From an optimization exercise on the open Yosys and OpenROAD flow, aimed at small area, a short achievable clock period and few clock cycles per item; shortcuts taken in it are not production practice.
Only the layout flow was run in this run; the RTL was not checked for function there.

===== design/flow/design.v =====
module sb_xor  (input wire a, input wire b, output wire y); assign y = a ^ b;    endmodule
module sb_xnor (input wire a, input wire b, output wire y); assign y = ~(a ^ b); endmodule
module sb_nand (input wire a, input wire b, output wire y); assign y = ~(a & b); endmodule
module sb_nandb (input wire a, input wire b_n, output wire y); assign y = ~(a & ~b_n); endmodule
module sb_mux  (input wire s, input wire a0, input wire a1, output wire y); assign y = s ? a1 : a0; endmodule
module sb_f00001011 (input wire a, input wire b, input wire c, output wire y);
  wire [7:0] t = 8'b11010000;   
  assign y = t[{a, b, c}];
endmodule
module sb_f00010100 (input wire a, input wire b, input wire c, output wire y);
  wire [7:0] t = 8'b00101000;   
  assign y = t[{a, b, c}];
endmodule
module sb_f00110101 (input wire a, input wire b, input wire c, output wire y);
  wire [7:0] t = 8'b10101100;   
  assign y = t[{a, b, c}];
endmodule
module sb_f00110111 (input wire a, input wire b, input wire c, output wire y);
  wire [7:0] t = 8'b11101100;   
  assign y = t[{a, b, c}];
endmodule
module sb_f00111001 (input wire a, input wire b, input wire c, output wire y);
  wire [7:0] t = 8'b10011100;   
  assign y = t[{a, b, c}];
endmodule
module sb_f01000001 (input wire a, input wire b, input wire c, output wire y);
  wire [7:0] t = 8'b10000010;   
  assign y = t[{a, b, c}];
endmodule
module sb_f10101111 (input wire a, input wire b, input wire c, output wire y);
  wire [7:0] t = 8'b11110101;   
  assign y = t[{a, b, c}];
endmodule
module sb_f11011101 (input wire a, input wire b, input wire c, output wire y);
  wire [7:0] t = 8'b10111011;   
  assign y = t[{a, b, c}];
endmodule
module aes_sbox (
  input  wire [7:0] a,
  output wire [7:0] y
);
  wire U0 = a[7], U1 = a[6], U2 = a[5], U3 = a[4];
  wire U4 = a[3], U5 = a[2], U6 = a[1], U7 = a[0];
  wire T1, T2, T3, T4, T5, T6, T7, T8, T9, T10, T11, T12;
  wire T13, T14, T15, T16, T17, T18, T19, T20, T21, T22, T23, T24;
  wire T25, T26, T27, n_M1, n_M2, n_M4, n_M6, n_M7, n_M9, n_M11, n_M12, n_M14;
  wire M13, Q0, Q1, M20, Q2, Q3, Q8, M21, Q4, Q5, M22, Q6;
  wire Q7, Q9, M23, M20b, M21b, M22b, M37p, M37r, M37, M38p, M38r, M38;
  wire M39p, M39r, M39, M40p, M40r, M40, A0, A1, A2, A3, A4, A5;
  wire A6, A7, A8, A9, A10, A11, A12, A13, A14, A15, A16, A17;
  wire A18, A19, A20, A21, A22, A23, A24, A25, A26, A27, A28, A29;
  wire n_P0_37, n_P0_38, n_P0_39, n_P0_40, n_P1_37, n_P1_38, n_P1_39, n_P1_40, n_P2_37, n_P2_38, n_P2_39, n_P2_40;
  wire n_P3_37, n_P3_38, n_P3_39, n_P3_40, n_P4_37, n_P4_38, n_P4_39, n_P4_40, n_P5_37, n_P5_38, n_P5_39, n_P5_40;
  wire n_P6_37, n_P6_38, n_P6_39, n_P6_40, n_P7_37, n_P7_38, n_P7_39, n_P7_40, Z0, W0, Z1, W1;
  wire Z2, W2, Z3, W3, Z4, W4, Z5, W5, Z6, W6, Z7, W7;
  wire Y0, Y1, Y2, Y3, Y4, Y5, Y6, Y7;
  sb_xor g0 (.a(U0), .b(U3), .y(T1));
  sb_xor g1 (.a(U0), .b(U5), .y(T2));
  sb_xor g2 (.a(U0), .b(U6), .y(T3));
  sb_xor g3 (.a(U3), .b(U5), .y(T4));
  sb_xor g4 (.a(U4), .b(U6), .y(T5));
  sb_xor g5 (.a(T1), .b(T5), .y(T6));
  sb_xor g6 (.a(U1), .b(U2), .y(T7));
  sb_xor g7 (.a(U7), .b(T6), .y(T8));
  sb_xor g8 (.a(U7), .b(T7), .y(T9));
  sb_xor g9 (.a(T6), .b(T7), .y(T10));
  sb_xor g10 (.a(U1), .b(U5), .y(T11));
  sb_xor g11 (.a(U2), .b(U5), .y(T12));
  sb_xor g12 (.a(T3), .b(T4), .y(T13));
  sb_xor g13 (.a(T6), .b(T11), .y(T14));
  sb_xor g14 (.a(T5), .b(T11), .y(T15));
  sb_xor g15 (.a(T5), .b(T12), .y(T16));
  sb_xor g16 (.a(T9), .b(T16), .y(T17));
  sb_xor g17 (.a(U3), .b(U7), .y(T18));
  sb_xor g18 (.a(T7), .b(T18), .y(T19));
  sb_xor g19 (.a(T1), .b(T19), .y(T20));
  sb_xor g20 (.a(U6), .b(U7), .y(T21));
  sb_xor g21 (.a(T7), .b(T21), .y(T22));
  sb_xor g22 (.a(T2), .b(T22), .y(T23));
  sb_xor g23 (.a(T2), .b(T10), .y(T24));
  sb_xor g24 (.a(T20), .b(T17), .y(T25));
  sb_xor g25 (.a(T3), .b(T16), .y(T26));
  sb_xor g26 (.a(T1), .b(T12), .y(T27));
  sb_nand g27 (.a(T13), .b(T6), .y(n_M1));
  sb_nand g28 (.a(T23), .b(T8), .y(n_M2));
  sb_nand g29 (.a(T19), .b(U7), .y(n_M4));
  sb_nand g30 (.a(T3), .b(T16), .y(n_M6));
  sb_nand g31 (.a(T22), .b(T9), .y(n_M7));
  sb_nand g32 (.a(T20), .b(T17), .y(n_M9));
  sb_nand g33 (.a(T1), .b(T15), .y(n_M11));
  sb_nand g34 (.a(T4), .b(T27), .y(n_M12));
  sb_nand g35 (.a(T2), .b(T10), .y(n_M14));
  sb_xor g36 (.a(n_M12), .b(n_M11), .y(M13));
  sb_xnor g37 (.a(T14), .b(n_M1), .y(Q0));
  sb_xnor g38 (.a(n_M2), .b(M13), .y(Q1));
  sb_xor g39 (.a(Q0), .b(Q1), .y(M20));
  sb_xor g40 (.a(n_M4), .b(n_M1), .y(Q2));
  sb_xnor g41 (.a(Q2), .b(n_M14), .y(Q3));
  sb_xnor g42 (.a(n_M11), .b(T24), .y(Q8));
  sb_xor g43 (.a(Q3), .b(Q8), .y(M21));
  sb_xnor g44 (.a(T26), .b(n_M6), .y(Q4));
  sb_xnor g45 (.a(n_M7), .b(M13), .y(Q5));
  sb_xor g46 (.a(Q4), .b(Q5), .y(M22));
  sb_xor g47 (.a(n_M6), .b(n_M11), .y(Q6));
  sb_xor g48 (.a(Q6), .b(T25), .y(Q7));
  sb_xor g49 (.a(n_M9), .b(n_M14), .y(Q9));
  sb_xor g50 (.a(Q7), .b(Q9), .y(M23));
  sb_xor g51 (.a(Q0), .b(Q1), .y(M20b));
  sb_xor g52 (.a(Q3), .b(Q8), .y(M21b));
  sb_xor g53 (.a(Q4), .b(Q5), .y(M22b));
  sb_f00110111 g54 (.a(M20), .b(M21), .c(M22), .y(M37p));
  sb_f00001011 g55 (.a(M20b), .b(M21b), .c(M22b), .y(M37r));
  sb_mux g56 (.s(M23), .a0(M37p), .a1(M37r), .y(M37));
  sb_f00111001 g57 (.a(M20), .b(M21), .c(M22), .y(M38p));
  sb_f00110101 g58 (.a(M20b), .b(M21b), .c(M22b), .y(M38r));
  sb_mux g59 (.s(M23), .a0(M38p), .a1(M38r), .y(M38));
  sb_f00010100 g60 (.a(M20), .b(M21), .c(M22), .y(M39p));
  sb_f11011101 g61 (.a(M20b), .b(M21b), .c(M22b), .y(M39r));
  sb_mux g62 (.s(M23), .a0(M39p), .a1(M39r), .y(M39));
  sb_f01000001 g63 (.a(M20), .b(M21), .c(M22), .y(M40p));
  sb_f10101111 g64 (.a(M20b), .b(M21b), .c(M22b), .y(M40r));
  sb_mux g65 (.s(M23), .a0(M40p), .a1(M40r), .y(M40));
  sb_xor g66 (.a(T4), .b(T11), .y(A0));
  sb_xor g67 (.a(T14), .b(T24), .y(A1));
  sb_xor g68 (.a(T25), .b(A0), .y(A2));
  sb_xor g69 (.a(T8), .b(A0), .y(A3));
  sb_xor g70 (.a(U1), .b(T8), .y(A4));
  sb_xor g71 (.a(T26), .b(A3), .y(A5));
  sb_xor g72 (.a(T14), .b(T22), .y(A6));
  sb_xor g73 (.a(U4), .b(T23), .y(A7));
  sb_xor g74 (.a(T25), .b(A6), .y(A8));
  sb_xor g75 (.a(T9), .b(A3), .y(A9));
  sb_xor g76 (.a(A7), .b(A8), .y(A10));
  sb_xor g77 (.a(T19), .b(T21), .y(A11));
  sb_xor g78 (.a(T27), .b(A7), .y(A12));
  sb_xor g79 (.a(T21), .b(A5), .y(A13));
  sb_xor g80 (.a(T5), .b(A4), .y(A14));
  sb_xor g81 (.a(A5), .b(A6), .y(A15));
  sb_xor g82 (.a(T26), .b(A14), .y(A16));
  sb_xor g83 (.a(U1), .b(A5), .y(A17));
  sb_xor g84 (.a(T10), .b(A11), .y(A18));
  sb_xor g85 (.a(A7), .b(A9), .y(A19));
  sb_xor g86 (.a(T17), .b(A0), .y(A20));
  sb_xor g87 (.a(T4), .b(T9), .y(A21));
  sb_xor g88 (.a(A18), .b(A20), .y(A22));
  sb_xor g89 (.a(T13), .b(A11), .y(A23));
  sb_xor g90 (.a(A18), .b(A21), .y(A24));
  sb_xor g91 (.a(T15), .b(T24), .y(A25));
  sb_xor g92 (.a(T12), .b(A9), .y(A26));
  sb_xor g93 (.a(T23), .b(A6), .y(A27));
  sb_xor g94 (.a(U0), .b(A0), .y(A28));
  sb_xor g95 (.a(T11), .b(T26), .y(A29));
  sb_nand g96 (.a(M37), .b(A0), .y(n_P0_37));
  sb_nand g97 (.a(M38), .b(A7), .y(n_P0_38));
  sb_nand g98 (.a(M39), .b(A29), .y(n_P0_39));
  sb_nand g99 (.a(M40), .b(A14), .y(n_P0_40));
  sb_nand g100 (.a(M37), .b(T24), .y(n_P1_37));
  sb_nand g101 (.a(M38), .b(A1), .y(n_P1_38));
  sb_nand g102 (.a(M39), .b(A11), .y(n_P1_39));
  sb_nand g103 (.a(M40), .b(A28), .y(n_P1_40));
  sb_nand g104 (.a(M37), .b(A6), .y(n_P2_37));
  sb_nand g105 (.a(M38), .b(A10), .y(n_P2_38));
  sb_nand g106 (.a(M39), .b(A19), .y(n_P2_39));
  sb_nand g107 (.a(M40), .b(A23), .y(n_P2_40));
  sb_nand g108 (.a(M37), .b(A9), .y(n_P3_37));
  sb_nand g109 (.a(M38), .b(A12), .y(n_P3_38));
  sb_nand g110 (.a(M39), .b(A18), .y(n_P3_39));
  sb_nand g111 (.a(M40), .b(A13), .y(n_P3_40));
  sb_nand g112 (.a(M37), .b(A3), .y(n_P4_37));
  sb_nand g113 (.a(M38), .b(A21), .y(n_P4_38));
  sb_nand g114 (.a(M39), .b(A8), .y(n_P4_39));
  sb_nand g115 (.a(M40), .b(A2), .y(n_P4_40));
  sb_nand g116 (.a(M37), .b(A16), .y(n_P5_37));
  sb_nand g117 (.a(M38), .b(A22), .y(n_P5_38));
  sb_nand g118 (.a(M39), .b(A15), .y(n_P5_39));
  sb_nand g119 (.a(M40), .b(A17), .y(n_P5_40));
  sb_nand g120 (.a(M37), .b(A24), .y(n_P6_37));
  sb_nand g121 (.a(M38), .b(A15), .y(n_P6_38));
  sb_nand g122 (.a(M39), .b(A25), .y(n_P6_39));
  sb_nand g123 (.a(M40), .b(A27), .y(n_P6_40));
  sb_nand g124 (.a(M37), .b(A5), .y(n_P7_37));
  sb_nand g125 (.a(M38), .b(A4), .y(n_P7_38));
  sb_nand g126 (.a(M39), .b(A20), .y(n_P7_39));
  sb_nand g127 (.a(M40), .b(A26), .y(n_P7_40));
  sb_xor g128 (.a(n_P0_37), .b(n_P0_38), .y(Z0));
  sb_xor g129 (.a(n_P0_39), .b(n_P0_40), .y(W0));
  sb_xor g130 (.a(Z0), .b(W0), .y(Y0));
  sb_xor g131 (.a(n_P1_37), .b(n_P1_38), .y(Z1));
  sb_xor g132 (.a(n_P1_39), .b(n_P1_40), .y(W1));
  sb_xnor g133 (.a(Z1), .b(W1), .y(Y1));
  sb_xor g134 (.a(n_P2_37), .b(n_P2_38), .y(Z2));
  sb_xor g135 (.a(n_P2_39), .b(n_P2_40), .y(W2));
  sb_xnor g136 (.a(Z2), .b(W2), .y(Y2));
  sb_xor g137 (.a(n_P3_37), .b(n_P3_38), .y(Z3));
  sb_xor g138 (.a(n_P3_39), .b(n_P3_40), .y(W3));
  sb_xor g139 (.a(Z3), .b(W3), .y(Y3));
  sb_xor g140 (.a(n_P4_37), .b(n_P4_38), .y(Z4));
  sb_xor g141 (.a(n_P4_39), .b(n_P4_40), .y(W4));
  sb_xor g142 (.a(Z4), .b(W4), .y(Y4));
  sb_xor g143 (.a(n_P5_37), .b(n_P5_38), .y(Z5));
  sb_xor g144 (.a(n_P5_39), .b(n_P5_40), .y(W5));
  sb_xor g145 (.a(Z5), .b(W5), .y(Y5));
  sb_xor g146 (.a(n_P6_37), .b(n_P6_38), .y(Z6));
  sb_xor g147 (.a(n_P6_39), .b(n_P6_40), .y(W6));
  sb_xnor g148 (.a(Z6), .b(W6), .y(Y6));
  sb_xor g149 (.a(n_P7_37), .b(n_P7_38), .y(Z7));
  sb_xor g150 (.a(n_P7_39), .b(n_P7_40), .y(W7));
  sb_xnor g151 (.a(Z7), .b(W7), .y(Y7));
  assign y = {Y0, Y1, Y2, Y3, Y4, Y5, Y6, Y7};
endmodule
module aes_sbox_d (
  input  wire [7:0] a,
  output wire [7:0] y,
  output wire [7:0] y2
);
  wire U0 = a[7], U1 = a[6], U2 = a[5], U3 = a[4];
  wire U4 = a[3], U5 = a[2], U6 = a[1], U7 = a[0];
  wire T1, T2, T3, T4, T5, T6, T7, T8, T9, T10, T11, T12;
  wire T13, T14, T15, T16, T17, T18, T19, T20, T21, T22, T23, T24;
  wire T25, T26, T27, n_M1, n_M2, n_M4, n_M6, n_M7, n_M9, n_M11, n_M12, n_M14;
  wire M13, Q0, Q1, M20, Q2, Q3, Q8, M21, Q4, Q5, M22, Q6;
  wire Q7, Q9, M23, M20b, M21b, M22b, M37p, M37r, M37, M38p, M38r, M38;
  wire M39p, M39r, M39, M40p, M40r, M40, A0, A1, A2, A3, A4, A5;
  wire A6, A7, A8, A9, A10, A11, A12, A13, A14, A15, A16, A17;
  wire A18, A19, A20, A21, A22, A23, A24, A25, A26, A27, A28, A29;
  wire n_P0_37, n_P0_38, n_P0_39, n_P0_40, n_P1_37, n_P1_38, n_P1_39, n_P1_40, n_P2_37, n_P2_38, n_P2_39, n_P2_40;
  wire n_P3_37, n_P3_38, n_P3_39, n_P3_40, n_P4_37, n_P4_38, n_P4_39, n_P4_40, n_P5_37, n_P5_38, n_P5_39, n_P5_40;
  wire n_P6_37, n_P6_38, n_P6_39, n_P6_40, n_P7_37, n_P7_38, n_P7_39, n_P7_40, Z0, W0, Z1, W1;
  wire Z2, W2, Z3, W3, Z4, W4, Z5, W5, Z6, W6, Z7, W7;
  wire Y0, Y1, Y2, Y3, Y4, Y5, Y6, Y7;
  sb_xor g0 (.a(U0), .b(U3), .y(T1));
  sb_xor g1 (.a(U0), .b(U5), .y(T2));
  sb_xor g2 (.a(U0), .b(U6), .y(T3));
  sb_xor g3 (.a(U3), .b(U5), .y(T4));
  sb_xor g4 (.a(U4), .b(U6), .y(T5));
  sb_xor g5 (.a(T1), .b(T5), .y(T6));
  sb_xor g6 (.a(U1), .b(U2), .y(T7));
  sb_xor g7 (.a(U7), .b(T6), .y(T8));
  sb_xor g8 (.a(U7), .b(T7), .y(T9));
  sb_xor g9 (.a(T6), .b(T7), .y(T10));
  sb_xor g10 (.a(U1), .b(U5), .y(T11));
  sb_xor g11 (.a(U2), .b(U5), .y(T12));
  sb_xor g12 (.a(T3), .b(T4), .y(T13));
  sb_xor g13 (.a(T6), .b(T11), .y(T14));
  sb_xor g14 (.a(T5), .b(T11), .y(T15));
  sb_xor g15 (.a(T5), .b(T12), .y(T16));
  sb_xor g16 (.a(T9), .b(T16), .y(T17));
  sb_xor g17 (.a(U3), .b(U7), .y(T18));
  sb_xor g18 (.a(T7), .b(T18), .y(T19));
  sb_xor g19 (.a(T1), .b(T19), .y(T20));
  sb_xor g20 (.a(U6), .b(U7), .y(T21));
  sb_xor g21 (.a(T7), .b(T21), .y(T22));
  sb_xor g22 (.a(T2), .b(T22), .y(T23));
  sb_xor g23 (.a(T2), .b(T10), .y(T24));
  sb_xor g24 (.a(T20), .b(T17), .y(T25));
  sb_xor g25 (.a(T3), .b(T16), .y(T26));
  sb_xor g26 (.a(T1), .b(T12), .y(T27));
  sb_nand g27 (.a(T13), .b(T6), .y(n_M1));
  sb_nand g28 (.a(T23), .b(T8), .y(n_M2));
  sb_nand g29 (.a(T19), .b(U7), .y(n_M4));
  sb_nand g30 (.a(T3), .b(T16), .y(n_M6));
  sb_nand g31 (.a(T22), .b(T9), .y(n_M7));
  sb_nand g32 (.a(T20), .b(T17), .y(n_M9));
  sb_nand g33 (.a(T1), .b(T15), .y(n_M11));
  sb_nand g34 (.a(T4), .b(T27), .y(n_M12));
  sb_nand g35 (.a(T2), .b(T10), .y(n_M14));
  sb_xor g36 (.a(n_M12), .b(n_M11), .y(M13));
  sb_xnor g37 (.a(T14), .b(n_M1), .y(Q0));
  sb_xnor g38 (.a(n_M2), .b(M13), .y(Q1));
  sb_xor g39 (.a(Q0), .b(Q1), .y(M20));
  sb_xor g40 (.a(n_M4), .b(n_M1), .y(Q2));
  sb_xnor g41 (.a(Q2), .b(n_M14), .y(Q3));
  sb_xnor g42 (.a(n_M11), .b(T24), .y(Q8));
  sb_xor g43 (.a(Q3), .b(Q8), .y(M21));
  sb_xnor g44 (.a(T26), .b(n_M6), .y(Q4));
  sb_xnor g45 (.a(n_M7), .b(M13), .y(Q5));
  sb_xor g46 (.a(Q4), .b(Q5), .y(M22));
  sb_xor g47 (.a(n_M6), .b(n_M11), .y(Q6));
  sb_xor g48 (.a(Q6), .b(T25), .y(Q7));
  sb_xor g49 (.a(n_M9), .b(n_M14), .y(Q9));
  sb_xor g50 (.a(Q7), .b(Q9), .y(M23));
  sb_xor g51 (.a(Q0), .b(Q1), .y(M20b));
  sb_xor g52 (.a(Q3), .b(Q8), .y(M21b));
  sb_xor g53 (.a(Q4), .b(Q5), .y(M22b));
  sb_f00110111 g54 (.a(M20), .b(M21), .c(M22), .y(M37p));
  sb_f00001011 g55 (.a(M20b), .b(M21b), .c(M22b), .y(M37r));
  sb_mux g56 (.s(M23), .a0(M37p), .a1(M37r), .y(M37));
  sb_f00111001 g57 (.a(M20), .b(M21), .c(M22), .y(M38p));
  sb_f00110101 g58 (.a(M20b), .b(M21b), .c(M22b), .y(M38r));
  sb_mux g59 (.s(M23), .a0(M38p), .a1(M38r), .y(M38));
  sb_f00010100 g60 (.a(M20), .b(M21), .c(M22), .y(M39p));
  sb_f11011101 g61 (.a(M20b), .b(M21b), .c(M22b), .y(M39r));
  sb_mux g62 (.s(M23), .a0(M39p), .a1(M39r), .y(M39));
  sb_f01000001 g63 (.a(M20), .b(M21), .c(M22), .y(M40p));
  sb_f10101111 g64 (.a(M20b), .b(M21b), .c(M22b), .y(M40r));
  sb_mux g65 (.s(M23), .a0(M40p), .a1(M40r), .y(M40));
  sb_xor g66 (.a(T4), .b(T11), .y(A0));
  sb_xor g67 (.a(T14), .b(T24), .y(A1));
  sb_xor g68 (.a(T25), .b(A0), .y(A2));
  sb_xor g69 (.a(T8), .b(A0), .y(A3));
  sb_xor g70 (.a(U1), .b(T8), .y(A4));
  sb_xor g71 (.a(T26), .b(A3), .y(A5));
  sb_xor g72 (.a(T14), .b(T22), .y(A6));
  sb_xor g73 (.a(U4), .b(T23), .y(A7));
  sb_xor g74 (.a(T25), .b(A6), .y(A8));
  sb_xor g75 (.a(T9), .b(A3), .y(A9));
  sb_xor g76 (.a(A7), .b(A8), .y(A10));
  sb_xor g77 (.a(T19), .b(T21), .y(A11));
  sb_xor g78 (.a(T27), .b(A7), .y(A12));
  sb_xor g79 (.a(T21), .b(A5), .y(A13));
  sb_xor g80 (.a(T5), .b(A4), .y(A14));
  sb_xor g81 (.a(A5), .b(A6), .y(A15));
  sb_xor g82 (.a(T26), .b(A14), .y(A16));
  sb_xor g83 (.a(U1), .b(A5), .y(A17));
  sb_xor g84 (.a(T10), .b(A11), .y(A18));
  sb_xor g85 (.a(A7), .b(A9), .y(A19));
  sb_xor g86 (.a(T17), .b(A0), .y(A20));
  sb_xor g87 (.a(T4), .b(T9), .y(A21));
  sb_xor g88 (.a(A18), .b(A20), .y(A22));
  sb_xor g89 (.a(T13), .b(A11), .y(A23));
  sb_xor g90 (.a(A18), .b(A21), .y(A24));
  sb_xor g91 (.a(T15), .b(T24), .y(A25));
  sb_xor g92 (.a(T12), .b(A9), .y(A26));
  sb_xor g93 (.a(T23), .b(A6), .y(A27));
  sb_xor g94 (.a(U0), .b(A0), .y(A28));
  sb_xor g95 (.a(T11), .b(T26), .y(A29));
  sb_nand g96 (.a(M37), .b(A0), .y(n_P0_37));
  sb_nand g97 (.a(M38), .b(A7), .y(n_P0_38));
  sb_nand g98 (.a(M39), .b(A29), .y(n_P0_39));
  sb_nand g99 (.a(M40), .b(A14), .y(n_P0_40));
  sb_nand g100 (.a(M37), .b(T24), .y(n_P1_37));
  sb_nand g101 (.a(M38), .b(A1), .y(n_P1_38));
  sb_nand g102 (.a(M39), .b(A11), .y(n_P1_39));
  sb_nand g103 (.a(M40), .b(A28), .y(n_P1_40));
  sb_nand g104 (.a(M37), .b(A6), .y(n_P2_37));
  sb_nand g105 (.a(M38), .b(A10), .y(n_P2_38));
  sb_nand g106 (.a(M39), .b(A19), .y(n_P2_39));
  sb_nand g107 (.a(M40), .b(A23), .y(n_P2_40));
  sb_nand g108 (.a(M37), .b(A9), .y(n_P3_37));
  sb_nand g109 (.a(M38), .b(A12), .y(n_P3_38));
  sb_nand g110 (.a(M39), .b(A18), .y(n_P3_39));
  sb_nand g111 (.a(M40), .b(A13), .y(n_P3_40));
  sb_nand g112 (.a(M37), .b(A3), .y(n_P4_37));
  sb_nand g113 (.a(M38), .b(A21), .y(n_P4_38));
  sb_nand g114 (.a(M39), .b(A8), .y(n_P4_39));
  sb_nand g115 (.a(M40), .b(A2), .y(n_P4_40));
  sb_nand g116 (.a(M37), .b(A16), .y(n_P5_37));
  sb_nand g117 (.a(M38), .b(A22), .y(n_P5_38));
  sb_nand g118 (.a(M39), .b(A15), .y(n_P5_39));
  sb_nand g119 (.a(M40), .b(A17), .y(n_P5_40));
  sb_nand g120 (.a(M37), .b(A24), .y(n_P6_37));
  sb_nand g121 (.a(M38), .b(A15), .y(n_P6_38));
  sb_nand g122 (.a(M39), .b(A25), .y(n_P6_39));
  sb_nand g123 (.a(M40), .b(A27), .y(n_P6_40));
  sb_nand g124 (.a(M37), .b(A5), .y(n_P7_37));
  sb_nand g125 (.a(M38), .b(A4), .y(n_P7_38));
  sb_nand g126 (.a(M39), .b(A20), .y(n_P7_39));
  sb_nand g127 (.a(M40), .b(A26), .y(n_P7_40));
  sb_xor g128 (.a(n_P0_37), .b(n_P0_38), .y(Z0));
  sb_xor g129 (.a(n_P0_39), .b(n_P0_40), .y(W0));
  sb_xor g130 (.a(Z0), .b(W0), .y(Y0));
  sb_xor g131 (.a(n_P1_37), .b(n_P1_38), .y(Z1));
  sb_xor g132 (.a(n_P1_39), .b(n_P1_40), .y(W1));
  sb_xnor g133 (.a(Z1), .b(W1), .y(Y1));
  sb_xor g134 (.a(n_P2_37), .b(n_P2_38), .y(Z2));
  sb_xor g135 (.a(n_P2_39), .b(n_P2_40), .y(W2));
  sb_xnor g136 (.a(Z2), .b(W2), .y(Y2));
  sb_xor g137 (.a(n_P3_37), .b(n_P3_38), .y(Z3));
  sb_xor g138 (.a(n_P3_39), .b(n_P3_40), .y(W3));
  sb_xor g139 (.a(Z3), .b(W3), .y(Y3));
  sb_xor g140 (.a(n_P4_37), .b(n_P4_38), .y(Z4));
  sb_xor g141 (.a(n_P4_39), .b(n_P4_40), .y(W4));
  sb_xor g142 (.a(Z4), .b(W4), .y(Y4));
  sb_xor g143 (.a(n_P5_37), .b(n_P5_38), .y(Z5));
  sb_xor g144 (.a(n_P5_39), .b(n_P5_40), .y(W5));
  sb_xor g145 (.a(Z5), .b(W5), .y(Y5));
  sb_xor g146 (.a(n_P6_37), .b(n_P6_38), .y(Z6));
  sb_xor g147 (.a(n_P6_39), .b(n_P6_40), .y(W6));
  sb_xnor g148 (.a(Z6), .b(W6), .y(Y6));
  sb_xor g149 (.a(n_P7_37), .b(n_P7_38), .y(Z7));
  sb_xor g150 (.a(n_P7_39), .b(n_P7_40), .y(W7));
  sb_xnor g151 (.a(Z7), .b(W7), .y(Y7));
  assign y = {Y0, Y1, Y2, Y3, Y4, Y5, Y6, Y7};
  wire R0, R1, R2, R3, R4, R5, R6, R7;
  sb_xor d130 (.a(Z0), .b(W0), .y(R0));
  sb_xnor d133 (.a(Z1), .b(W1), .y(R1));
  sb_xnor d136 (.a(Z2), .b(W2), .y(R2));
  sb_xor d139 (.a(Z3), .b(W3), .y(R3));
  sb_xor d142 (.a(Z4), .b(W4), .y(R4));
  sb_xor d145 (.a(Z5), .b(W5), .y(R5));
  sb_xnor d148 (.a(Z6), .b(W6), .y(R6));
  sb_xnor d151 (.a(Z7), .b(W7), .y(R7));
  assign y2 = {R0, R1, R2, R3, R4, R5, R6, R7};
endmodule
module aes_round (
  input  wire [127:0] st,
  input  wire [127:0] rk,
  input  wire [7:0]   rcon,
  output wire [127:0] sr,
  output wire [127:0] mc,
  output wire [127:0] next_rk,
  output wire [127:0] kp,        
  output wire [31:0]  ksw        
);
  genvar i, j;
  wire [31:0] w0 = rk[127:96];
  wire [31:0] w1 = rk[95:64];
  wire [31:0] w2 = rk[63:32];
  wire [31:0] w3 = rk[31:0];
  wire [31:0] sw;                        
  aes_sbox ks0 (.a(w3[23:16]), .y(sw[31:24]));
  aes_sbox ks1 (.a(w3[15:8]),  .y(sw[23:16]));
  aes_sbox ks2 (.a(w3[7:0]),   .y(sw[15:8]));
  aes_sbox ks3 (.a(w3[31:24]), .y(sw[7:0]));
  wire [31:0] p0  = w0 ^ {rcon, 24'h0};
  wire [31:0] p1  = p0 ^ w1;
  wire [31:0] p2  = p0 ^ (w1 ^ w2);
  wire [31:0] p3  = (p0 ^ w1) ^ (w2 ^ w3);
  assign kp = {p0, p1, p2, p3};
  assign ksw = sw;
  generate
    for (i = 0; i < 128; i = i + 1) begin : g_ks
      sb_xor xk (.a(kp[i]), .b(sw[i % 32]), .y(next_rk[i]));
    end
  endgenerate
  wire [7:0]   sb [0:15];
  wire [7:0]   sb2 [0:15];
  wire [127:0] srm;
  generate
    for (i = 0; i < 16; i = i + 1) begin : g_sub
      aes_sbox_d sbx (.a(st[127 - 8*i -: 8]), .y(sb[i]), .y2(sb2[i]));
      assign srm[127 - 8*i -: 8] = sb[(i % 4) + 4 * (((i / 4) + (i % 4)) % 4)];
      assign sr[127 - 8*i -: 8]  = sb2[(i % 4) + 4 * (((i / 4) + (i % 4)) % 4)];
    end
  endgenerate
  genvar k, b;
  generate
    for (i = 0; i < 4; i = i + 1) begin : g_mix
      wire [31:0] a = srm[127 - 32*i -: 32];
      wire [31:0] d;                           
      wire [31:0] t;                           
      wire [31:0] x;                           
      wire [31:0] o;                           
      for (k = 0; k < 4; k = k + 1) begin : g_byte
        for (b = 0; b < 8; b = b + 1) begin : g_bit
          sb_xor xd (.a(a[8*(3-k) + b]), .b(a[8*(3-(k+1)%4) + b]), .y(d[8*(3-k) + b]));
          sb_xor xt (.a(a[8*(3-(k+1)%4) + b]), .b(d[8*(3-(k+2)%4) + b]), .y(t[8*(3-k) + b]));
          if (b == 0) begin : g_x0
            assign x[8*(3-k)] = d[8*(3-k) + 7];
          end else if (b == 1 || b == 3 || b == 4) begin : g_xr
            sb_xor xr (.a(d[8*(3-k) + b - 1]), .b(d[8*(3-k) + 7]), .y(x[8*(3-k) + b]));
          end else begin : g_xs
            assign x[8*(3-k) + b] = d[8*(3-k) + b - 1];
          end
          sb_xor xo (.a(x[8*(3-k) + b]), .b(t[8*(3-k) + b]), .y(o[8*(3-k) + b]));
        end
      end
      assign mc[127 - 32*i -: 32] = o;
    end
  endgenerate
endmodule
module kx_sel (
  input  wire [127:0] k,
  input  wire [127:0] v,
  input  wire         s0,      
  input  wire         s1,      
  input  wire         s2,      
  output wire [127:0] y_n
);
  wire [127:0] d1 = {v[126:0], 1'b0} ^ (v[127] ? 128'h87 : 128'h0);
  wire [127:0] d2 = {d1[126:0], 1'b0} ^ (d1[127] ? 128'h87 : 128'h0);
  assign y_n = ~(({128{s0}} & k) | ({128{s1}} & d1) | ({128{s2}} & d2));
endmodule
module st_next (
  input  wire         g,
  input  wire [127:0] m,
  input  wire [127:0] b_n,
  input  wire         r,
  input  wire [127:0] s,
  input  wire [127:0] e,
  output wire [127:0] y
);
  wire [127:0] a, j, h, nm;
  genvar i;
  generate
    for (i = 0; i < 128; i = i + 1) begin : g_bit
      sb_nand ga (.a(r), .b(s[i]), .y(a[i]));           
      sb_xnor xj (.a(a[i]), .b(e[i]), .y(j[i]));        
      sb_xnor xh (.a(b_n[i]), .b(j[i]), .y(h[i]));      
      sb_nand gm (.a(g), .b(m[i]), .y(nm[i]));          
      sb_xnor xy (.a(nm[i]), .b(h[i]), .y(y[i]));       
    end
  endgenerate
endmodule
module is_zero16 (
  input  wire [15:0] a,
  output wire        z
);
  assign z = ~|a;
endmodule
module sx_tag_engine (
  input  wire         clk,
  input  wire         rst,         
  input  wire         start,
  output wire         ready,
  input  wire [127:0] key,
  input  wire [63:0]  uid,
  input  wire [15:0]  acmd,
  input  wire [31:0]  acnt,
  input  wire [15:0]  alen,
  input  wire [63:0]  atag,
  input  wire         in_valid,
  output wire         in_ready,
  input  wire [15:0]  in_data,
  output reg          done,
  output wire [63:0]  tag,
  output wire         match
);
  localparam [1:0] P_IDLE = 2'd0,    
                   P_MSG  = 2'd1,    
                   P_L    = 2'd2,    
                   P_FIN  = 2'd3;    
  reg  [1:0]   ph;
  reg  [127:0] st;         
  reg  [127:0] rk;         
  reg  [127:0] blk;        
  reg  [3:0]   rnd;        
  reg          last;       
  reg  [14:0]  wrem;       
  reg          wodd;       
  reg          wz;         
  reg  [2:0]   wpos;       
  reg          bfull;      
  reg  [7:0] rcon;
  always @(*) begin
    case (rnd)
      4'd1:    rcon = 8'h01;
      4'd2:    rcon = 8'h02;
      4'd3:    rcon = 8'h04;
      4'd4:    rcon = 8'h08;
      4'd5:    rcon = 8'h10;
      4'd6:    rcon = 8'h20;
      4'd7:    rcon = 8'h40;
      4'd8:    rcon = 8'h80;
      4'd9:    rcon = 8'h1b;
      default: rcon = 8'h36;
    endcase
  end
  wire [127:0] sr, mc, nrk, kp;
  wire [31:0]  ksw;
  aes_round u_round (.st(st), .rk(rk), .rcon(rcon), .sr(sr), .mc(mc), .next_rk(nrk),
                     .kp(kp), .ksw(ksw));
  wire [127:0] hdr  = {uid, acmd, acnt, alen};
  wire         full = (alen[3:0] == 4'd0);   
  wire [127:0] mask = full ? {128{1'b1}} : ~({128{1'b1}} >> (8 * alen[3:0]));
  wire [127:0] pad  = full ? 128'd0 : ({8'h80, 120'd0} >> (8 * alen[3:0]));
  wire   idle     = (ph == P_IDLE);
  wire   go       = idle && start;
  wire   alen0;
  is_zero16 u_alen0 (.a(alen), .z(alen0));
  assign ready    = idle;
  assign in_ready = !idle && !wz && !bfull;
  wire   take     = in_valid && in_ready;
  wire   adv      = !idle && (!last || ph != P_MSG || bfull);
  wire   lastmsg  = last && ph == P_MSG;
  wire   wone     = (wrem == 15'd1 && !wodd) || (wrem == 15'd0 && wodd);
  reg  [1:0]  ph_n;
  reg  [3:0]  rnd_n;
  reg         last_n, bfull_n, wz_n, done_n, wodd_n;
  reg  [2:0]  wpos_n;
  reg  [14:0] wrem_n;
  always @(*) begin
    ph_n = ph; rnd_n = rnd; last_n = last; bfull_n = bfull; wz_n = wz;
    wpos_n = wpos; wrem_n = wrem; wodd_n = wodd; done_n = 1'b0;
    if (go) begin
      rnd_n   = 4'd1;
      last_n  = 1'b0;
      wrem_n  = alen[15:1];
      wodd_n  = alen[0];
      wz_n    = alen0;
      wpos_n  = 3'd0;
      bfull_n = 1'b0;
      ph_n    = alen0 ? P_L : P_MSG;
    end else if (adv) begin
      rnd_n  = last ? 4'd1 : rnd + 4'd1;
      last_n = (rnd == 4'd9);
      if (last) begin
        case (ph)
          P_MSG: begin
            bfull_n = 1'b0;
            if (wz) ph_n = P_L;
          end
          P_L:   ph_n = P_FIN;
          default: begin              
            done_n = 1'b1;
            ph_n   = P_IDLE;
          end
        endcase
      end
    end
    if (take) begin
      wpos_n = wpos + 3'd1;
      if (wrem != 15'd0) wrem_n = wrem - 15'd1;
      else               wodd_n = 1'b0;
      wz_n   = wone;
      if (wpos == 3'd7 || wone) bfull_n = 1'b1;
    end
    if (rst) begin
      ph_n   = P_IDLE;
      done_n = 1'b0;
    end
  end
  wire   idle_n   = (ph_n == P_IDLE);
  wire   adv_n    = !idle_n && (!last_n || ph_n != P_MSG || bfull_n);
  wire   lmsg_n   = adv_n && last_n && ph_n == P_MSG;
  wire   ll_n     = adv_n && last_n && ph_n == P_L;
  reg    use_mc, use_rn, use_s0, use_k1, use_k2, use_kr, use_b, use_hr, hold,
         ld_key, to_l;
  always @(posedge clk) begin
    use_mc <= adv_n && !last_n;
    use_rn <= adv_n && last_n && (ph_n == P_FIN || (ph_n == P_MSG && !wz_n));
    use_s0 <= adv_n && (!last_n || ph_n == P_FIN || (ph_n == P_MSG && !wz_n));
    use_k1 <= ll_n && full;
    use_k2 <= ll_n && !full;
    use_kr <= lmsg_n || ll_n;
    use_b  <= (lmsg_n && !wz_n) || (ll_n && !alen0);
    use_hr <= ll_n && alen0;
    hold   <= !idle_n && !adv_n;
    ld_key <= adv_n && last_n;
    to_l   <= lmsg_n && wz_n;
  end
  wire   use_k    = go || use_kr;
  wire   use_h    = (go && !alen0) || use_hr;
  wire [127:0] kx_n, st_d;
  wire [127:0] blk_x;
  kx_sel u_kx (.k(nrk), .v(blk_x), .s0(use_s0), .s1(use_k1), .s2(use_k2), .y_n(kx_n));
  wire [127:0] early = ({128{use_k}} & key)
                     ^ (({128{use_b}} & blk) | ({128{use_h}} & hdr) | ({128{hold}} & st));
  st_next u_next (.g(use_mc), .m(mc), .b_n(kx_n), .r(use_rn), .s(sr), .e(early), .y(st_d));
  assign tag = st[127:64];
  reg  [7:0] mpart;
  assign match = &mpart;
  wire [127:0] blk_e = ph[1] ? 128'd0 : ((blk & mask) ^ pad);
  wire [127:0] bx1;
  genvar i;
  generate
    for (i = 0; i < 128; i = i + 1) begin : g_bx
      sb_xor xb1 (.a(sr[i]), .b(blk_e[i]), .y(bx1[i]));
      sb_xor xb2 (.a(bx1[i]), .b(nrk[i]), .y(blk_x[i]));
    end
  endgenerate
  always @(posedge clk) begin
    ph    <= ph_n;
    done  <= done_n;
    rnd   <= rnd_n;
    last  <= last_n;
    bfull <= bfull_n;
    wz    <= wz_n;
    wpos  <= wpos_n;
    wrem  <= wrem_n;
    wodd  <= wodd_n;
  end
  integer n;
  always @(posedge clk) begin
    st <= st_d;
    rk <= ({128{go || ld_key}} & key) | ({128{use_mc}} & nrk) | ({128{hold}} & rk);
    if (take)
      blk[127 - 16*wpos -: 16] <= {in_data[7:0], in_data[15:8]};
    else if (to_l)
      blk <= blk_x;
    for (n = 0; n < 8; n = n + 1)
      mpart[n] <= (blk_x[64 + 8*n +: 8] == atag[8*n +: 8]);
  end
endmodule

===== design/flow/flow/run.sh =====
#!/bin/bash
# The standard layout (standard.sh), with one change: the port buffers that
# global placement adds are sky130_fd_sc_hd__buf_1 instead of the delay buffer
# buffer_ports picks by itself.  The whole output goes to standard.log here.
set -euo pipefail
export BUFFER_PORTS_ARGS="-buffer_cell sky130_fd_sc_hd__buf_1"
bash standard.sh > standard.log 2>&1

===== design/flow/standard.sh =====
#!/bin/bash
# synth_recipe.tcl (not shown) runs the flow's synth.tcl, then flattens the netlist and writes it again
# the make line also repeats each setting of config.mk as NAME=value (left out here)
make -C /OpenROAD-flow-scripts/flow DESIGN_CONFIG=/design/flow/config.mk WORK_HOME=/design/flow/orfs CLKGATE_MAP_FILE= SYNTH_SCRIPT=/design/flow/synth_recipe.tcl "${@:-finish}"

===== design/flow/config.mk =====
export PLATFORM = sky130hd
export DESIGN_NAME = sx_tag_engine
export DESIGN_NICKNAME = sx_tag_engine
export VERILOG_FILES = /design/flow/design.v
export SDC_FILE = /design/flow/constraint.sdc
export NUM_CORES = 8
export LEC_CHECK = 0
export CAP_MARGIN = 20
export CELL_PAD_IN_SITES_DETAIL_PLACEMENT = 1
export CORE_MARGIN = 2
export CORE_UTILIZATION = 30
export PLACE_DENSITY = 0.5
export SETUP_SLACK_MARGIN = 2.5
export SLEW_MARGIN = 20
export SYNTH_HIERARCHICAL = 1
export SYNTH_MINIMUM_KEEP_SIZE = 0

===== design/flow/constraint.sdc =====
create_clock -name core_clock -period 8.0 [get_ports {clk}]
set_input_delay 1.6000 -clock core_clock [delete_from_list [all_inputs] [get_ports {clk}]]
set_output_delay 1.6000 -clock core_clock [all_outputs]
set_load 0.01 [all_outputs]

==> results.yml <==
placed_design:
  placedCellCount: 10310
  placed_cell_area_um2: 65860
  place_worst_setup_slack_ps: 1419
  port_buffers: 407
  routabilityCongestion: 1.018
  place_hpwl_mm: 254.6
setup_path:
  critical_path.n_buffers_inverters: 0
  crit_family: "XOR/XNOR gates"
  worstReg2RegEnd: "st[108]$_DFF_P_"
  cp_max_fo: 8
  reg2reg_slack_ps: 2400
  ff2ff_path_depth: 17
  start_kind: "flop"
  crit_type: "flop to flop"
  critical-path-slowest-cell: "sky130_fd_sc_hd__dfxtp_1"
  longest_individual_stage_delay_on_the_worst_path_ps: 570
  cell_chain_critical_path: "xor2_1 -> xor2_1 -> nand2_1 -> xor2_1 -> xnor2_1 -> xor2_1 -> nand2b_4 -> xnor2_2 -> mux2_4 -> nand2_1 -> xor2_1 -> xor2_2 -> xor2_1 -> xor2_2 -> a222oi_1 -> xnor2_1 -> xnor2_1"
  cp_common_cell: "sky130_fd_sc_hd__xor2_1"
  reg2reg_from: "st[42]$_DFF_P_"
  crit_path_end_kind: "flop"
  timing.critical_path.arrival_ps: 6180
  data_required_time_of_the_worst_path_ps: 8580
detailed_routing:
  detail_routed_net_length_per_standard_cell_um: 31.17
  detail_route.first_pass.iterations: 13
  finalWirelength_mm: 328.1
  vias_per_cell: 5.469
  detailedRoute.firstIterationViolations: 7495
  antenna_violating_nets_post_route: 0
  dr_total_vias: 57570
  route.detailed.drc: 0
clock_network:
  clock_insertion_delay_worst_skew_ps: 710
  cts_tree: "yes"
  cts_htree_levels: 2
  cts_root_buffer: "sky130_fd_sc_hd__clkbuf_16"
  clock-sinks: 440
  numCtsBuffers: 58
  clkTransAtPathRegs_ps: 60
  cts-root-to-sink-buffers: 3
  cts_hold_repair_buffers: 0
die:
  placementRows: 168
  floorplan.die.width_um: 463.6
  fp.dieH_um: 463.6
  initial_core_utilization_pct: 30.21
  io_pins: 408
  fp.dieArea_um2: 214900
  core_area_um2: 209800
min_path:
  whs_endpoint: "wrem[13]$_DFF_P_"
  worst_hold_startpoint: "wrem[13]$_DFF_P_"
  worst_hold_path.num_cells: 2
  worst_hold_path_type: "flop to flop"
sta:
  skew_ps: 28.14
  timing_hold_violations_final: 0
  fin_crit_sh_pct: 70.01
  finalWorstSetupSlack_ps: 2399
  fin_setup_tns_ps: 0
  max-slew-margin-rel_pct: 14.20
  timing_worst_slew_pin_value_ps: 1278
  grt_setup_unrepaired: "true"
  maxClockFrequency_ghz: 0.1785
  final_period_minus_worst_setup_slack_ps: 5601
  setup_viol: 0
  finalHoldWorstSlack_ps: 482.2
  final_max_slew_viol_count: 0
layout:
  flow.area_growth_from_synthesis_pct: 17.77
  final_layout_fill_cell_count: 24690
  drive_gt1_share_pct: 15.56
  finalNetCount: 7994
  final-instance-count-excl-fill: 10530
  post-route-cell-area_um2: 74640
logic_synthesis:
  synthesis.yosys.warnings: 8
  netlist_instances: 7580
  syn_area_per_cell_um2: 8.361
  mappedNetlistArea_um2: 63380
  synthesized_nets: 7935
flow_run:
  max_cap_viol_count: 0
global_route:
  antenna_found_initial: 33
  globalRouteOverflowTotal: 0
  grt_start_max_net_pins: 158
  grt_util_all_layers_pct: 28.90
  grt_pass1_vias: 58010
  grt_first_pass_wirelength_mm: 449.9
run_status:
  outcome: "complete, no violations"
registers in the layout (all words and copies together), names as in the netlist, 2 cells and up:
name / count
wpos: 3
rcon: 8
rk: 128
wrem: 15
ph: 2
rnd: 4
blk: 128
st: 128
mpart: 8
cell usage in the layout, fill, tap and decap left out, drive strengths merged, types with 101 or more instances in the layout:
cell and n:
xor2 2832, nor2 311, a222oi 384, and2 138
inv 196, buf 578, nand2 1252, a221oi 128
xnor2 819, dfxtp 309, edfxtp 131, mux2 101
metrics by stage:
step	util, %
6_report	35.58
5_1_grt	35.56
4_1_cts	33.85
3_5_place_dp	31.40
3_3_place_gp	31.36
2_1_floorplan	-
cell type report:
class	count	area, um2	share of cell area, %
clock buffer	76	1673	2.241
timing repair buffer	579	3172	4.249
inverter	191	716.9	0.9605
clock inverter	33	389.1	0.5213
sequential	440	10290	13.79
antenna	33	82.58	0.1106
multi-input combinational	6369	54810	73.43
tap	2805	3510	4.702
metal layers:
metal  GRT usage (%)  share of wire, %  up-vias
li1                -                 -    24350
met1           35.63                39    29380
met2           43.84                44     3042
met3           5.560               8.2      762
met4           23.28               9.2       24
met5               0             0.045        -
worst max-delay path by stage:
| stage | end | startpoint | cells after the start |
|---|---|---|---|
| detailed placement | st[89]$_DFF_P_ | rk[9]$_DFF_P_ | 17 |
| global route | st[2]$_DFF_P_ | rk[19]$_DFF_P_ | 20 |
| CTS | st[123]$_DFF_P_ | st[47]$_DFF_P_ | 17 |
| global placement | st[98]$_DFF_P_ | rk[30]$_DFF_P_ | 15 |
| floorplan | st[2]$_DFF_P_ | rk[17]$_DFF_P_ | 20 |
| finish | st[108]$_DFF_P_ | st[42]$_DFF_P_ | 17 |
repair_timing:
item | 4_1_cts | 5_1_grt
setup buffers | 23 | 48
endpoints found under the setup margin | 320 | 168
pin swaps | 31 | 44
gates resized for setup | 395 | 420
worst reg2reg max path, delay by kind of cell, from the launching register on:
family | cells | cell delay (ps)
flip-flops | 1 | 570
AND/OR/NAND/NOR | 3 | 440
multiplexers | 1 | 330
XOR/XNOR | 12 | 3940
AO/OA/AOI/OAI | 1 | 190

==> afterwards: timing with drivers on the ports <==
How much do the figures lean on ideal ports? The routed layout below was timed once more, with nothing changed but the port constraints.
Step 1 sets driving cells, clkbuf_16 on the clock port and buf_2 on the other inputs (assumed; they add their load-dependent delay and slew).
Step 2 also shifts input and output timing later by t, the mid clock arrival at the registers, as if the neighbouring blocks saw the same clock.
Three values: ideal, step 1, step 2; two values: the first two.
shift t [ns]: 0.774
setup slack, ns: 2.399 / 2.399 / 2.350
latest minus earliest clock arrival (ns): 0.029 / 0.030
cell pins on the clock port's net: 1
After both steps this run still meets setup and hold. The setup slack of this run moves by 0.000 ns with the drivers and by -0.049 ns with both steps.
